Context: an optimization exercise on an open-source flow, tuned for small area and a short achievable clock period. The choices shown serve that exercise and are no tape-out recipe. RTL that was checked went through simulation tests only; none was proved equivalent to the original.

Design cast_unit, start of the top module:
module cast_unit (
    input  wire        clk,
    input  wire        rst,
    input  wire        in_valid,
    input  wire [5:0]  in_src_fmt,
    input  wire [5:0]  in_dst_fmt,
    input  wire [1:0]  in_round,
    input  wire        in_ovf,
    input  wire [31:0] in_code,
    input  wire [63:0] in_seed,
    input  wire [15:0] in_tag,
    input  wire [47:0] in_idx,
    output reg         out_valid,
    output reg  [31:0] out_code,
    output reg         out_sat,
    output reg         out_nan,
    output reg         out_err
);
export LEC_CHECK = 0
export CAP_MARGIN = 20
export CORE_MARGIN = 2
export CORE_UTILIZATION = 40
export SLEW_MARGIN = 20
create_clock -name core_clock -period 24.0 [get_ports {clk}]
standard.sh (not shown) runs the stock make flow with config.mk's settings and CLKGATE_MAP_FILE= SYNTH_SCRIPT=/design/flow/synth_recipe.tcl, a recipe that flattens the netlist after the stock synthesis.
==> flow/flow/run.sh <==
#!/bin/bash
# The standard layout (standard.sh), with these make settings:
#   ADDER_MAP_FILE=  (no full/half-adder cell extraction before abc)
#   ABC_AREA=1 SETUP_SLACK_MARGIN=17
# Constraints and clock period are the standard flow's. make's output goes to make.log;
# each ORFS step keeps its own log under orfs/logs.
set -euo pipefail
bash standard.sh ADDER_MAP_FILE= ABC_AREA=1 SETUP_SLACK_MARGIN=17 finish > make.log 2>&1
The first run produced a clean layout.
Edit:
==> flow/flow/run.sh (replaced) <==
#!/bin/bash
# The standard layout (standard.sh), with these make settings:
#   ADDER_MAP_FILE=  (no full/half-adder cell extraction before abc)
#   ABC_AREA=1
# Constraints and clock period are the standard flow's. make's output goes to make.log;
# each ORFS step keeps its own log under orfs/logs.
set -euo pipefail
bash standard.sh ADDER_MAP_FILE= ABC_AREA=1 finish > make.log 2>&1
Routed wire length goes down by 2.2%.
Die area does not change.
Utilization is lower by 1.2 points.
Maximum frequency is lower by 16%.
Critical path depth falls by 4.
Non-clock buffer count shrinks by 65.
No functional check of the RTL was part of any run of this note.


## rev 12
cast_unit, a different RTL version from the one above (not shown whole).
For scale: roughly 3600 cells after synthesis, ~290 flip-flops, roughly 210 I/O pins.
clock: 24.0 ns
lec_check: 0
cap_margin: 20
core_margin: 2
core_utilization: 40
slew_margin: 20
==> flow/flow/run.sh <==
#!/bin/bash
set -euo pipefail
bash standard.sh SETUP_SLACK_MARGIN=17 finish > make.log 2>&1
The following lists how rev 13 was set up differently from rev 12:
==> flow/flow/run.sh <==
#!/bin/bash
set -euo pipefail
bash standard.sh SETUP_SLACK_MARGIN=14 finish > make.log 2>&1
[summary]
- Taking rev 12 as the reference point, the post-route clock period utilization of rev 13 rises by 0.72 points.
- Diff rev 12 -> rev 13: fraction of the mapped netlist area in simple logic gates held; met1 wire length lower; final critical path time including I/O delays and setup increased 0.17 ns.
No functional check of the RTL was part of any run of this note.


Another version of the RTL of cast_unit (not shown whole).
For scale: ~4,300 cells after synthesis, roughly 370 flip-flops, ~210 I/O pins, ~27,000 sq um of cells after synthesis.
Settings: LEC_CHECK=0, CAP_MARGIN=20, CORE_MARGIN=2, CORE_UTILIZATION=40, SLEW_MARGIN=20; clock period 24.0 ns.
==> flow/flow/run.sh <==
#!/bin/bash
# Own flow: the standard layout (standard.sh) with a different logic
# mapping step in synthesis; floorplan, placement, CTS and routing are the
# standard flow's, at the design's clock period and constraints.
#  - synthesis is ORFS synth.tcl run through synth_recipe.tcl as usual, except
#    that abc maps with flow/abc.script (area mapping under a delay target)
#    instead of abc_speed.script, and full/half-adder cells are not extracted
#    (ADDER_MAP_FILE empty). Registers are inferred before abc, so they are the
#    standard synthesis's.
#  - ABC_CLOCK_PERIOD_IN_PS is the delay target handed to abc's sizing.
#  - SETUP_SLACK_MARGIN=17.5
# make's output goes to make.log here; each ORFS step logs under orfs/logs.
set -euo pipefail
W=$PWD
sed 's|  log_cmd abc {\*}$abc_args|  set abc_args [lreplace $abc_args 1 1 '"$W"'/flow/abc.script]\n  log_cmd abc {*}$abc_args|' "$FLOW_HOME/scripts/synth.tcl" > "$W/flow_synth.tcl"
grep -q "flow/abc.script" "$W/flow_synth.tcl"
sed "s|\$::env(SCRIPTS_DIR)/synth.tcl|$W/flow_synth.tcl|" "$W/synth_recipe.tcl" > "$W/flow_synth_recipe.tcl"
grep -q flow_synth.tcl "$W/flow_synth_recipe.tcl"
sed "s|SYNTH_SCRIPT=[^ ]*|SYNTH_SCRIPT=$W/flow_synth_recipe.tcl|" "$W/standard.sh" > "$W/flow_standard.sh"
grep -q flow_synth_recipe.tcl "$W/flow_standard.sh"
bash "$W/flow_standard.sh" ADDER_MAP_FILE= ABC_CLOCK_PERIOD_IN_PS=5000 SETUP_SLACK_MARGIN=17.5 finish > "$W/make.log" 2>&1
==> flow/flow/abc.script <==
strash
dch -f
map -D 5000
topo
stime -c
buffer -c
upsize -c
dnsize -c
Change:
--- a/flow/flow/run.sh
+++ b/flow/flow/run.sh
@@ -9,5 +9,6 @@
 #    standard synthesis's.
 #  - ABC_CLOCK_PERIOD_IN_PS is the delay target handed to abc's sizing.
-#  - SETUP_SLACK_MARGIN=17.5
+#  - SETUP_SLACK_MARGIN=18.1: timing repair aims for that much setup slack
+#  - port buffers are sky130_fd_sc_hd__buf_2 (one per input and output port)
 # make's output goes to make.log here; each ORFS step logs under orfs/logs.
 set -euo pipefail
@@ -19,3 +20,3 @@
 sed "s|SYNTH_SCRIPT=[^ ]*|SYNTH_SCRIPT=$W/flow_synth_recipe.tcl|" "$W/standard.sh" > "$W/flow_standard.sh"
 grep -q flow_synth_recipe.tcl "$W/flow_standard.sh"
-bash "$W/flow_standard.sh" ADDER_MAP_FILE= ABC_CLOCK_PERIOD_IN_PS=5000 SETUP_SLACK_MARGIN=17.5 finish > "$W/make.log" 2>&1
+bash "$W/flow_standard.sh" ADDER_MAP_FILE= ABC_CLOCK_PERIOD_IN_PS=5000 SETUP_SLACK_MARGIN=18.1 "BUFFER_PORTS_ARGS=-buffer_cell sky130_fd_sc_hd__buf_2" finish > "$W/make.log" 2>&1
Final cell count went up slightly.
Synthesized cell count stays the same.
Area after synthesis stays the same.

## afterwards: timing with drivers on the ports
The flow's constraints put no driver on any port. The routed layouts listed below were extracted and timed again, unchanged, in two steps. Step 1: set_driving_cell puts a clkbuf_16 on clk and a buf_2 on each other input, an assumption about the parent block. Step 2 moves the port delays by t, midway between the first and last clock arrival at a register: inputs arrive t later, outputs are due t later. That takes back most of the time a late clock gives input paths. a / b / c = no drivers / after step 1 / after step 2; a / b = the first two.
run	t (ns)	setup slack, ns	worst data-port slew with drivers (ns)	cell pins on the clock port's net
the first run of note 1	0.619	16.407 / 16.433 / 15.814	0.05	1
the second run of note 1	0.614	14.912 / 14.951 / 14.337	0.05	1
rev 12	0.638	14.461 / 14.461 / 14.461	0.05	1
rev 13	0.619	14.288 / 14.288 / 14.288	0.04	1
the first run of note 3	0.645	17.559 / 17.559 / 17.559	0.05	1
the second run of note 3	0.637	17.769 / 17.769 / 17.769	0.05	1
After both steps every run listed still meets setup and hold. For the first run of note 1, which loses most, drivers alone change the setup slack by +0.026 ns; drivers and shift together by -0.593 ns.
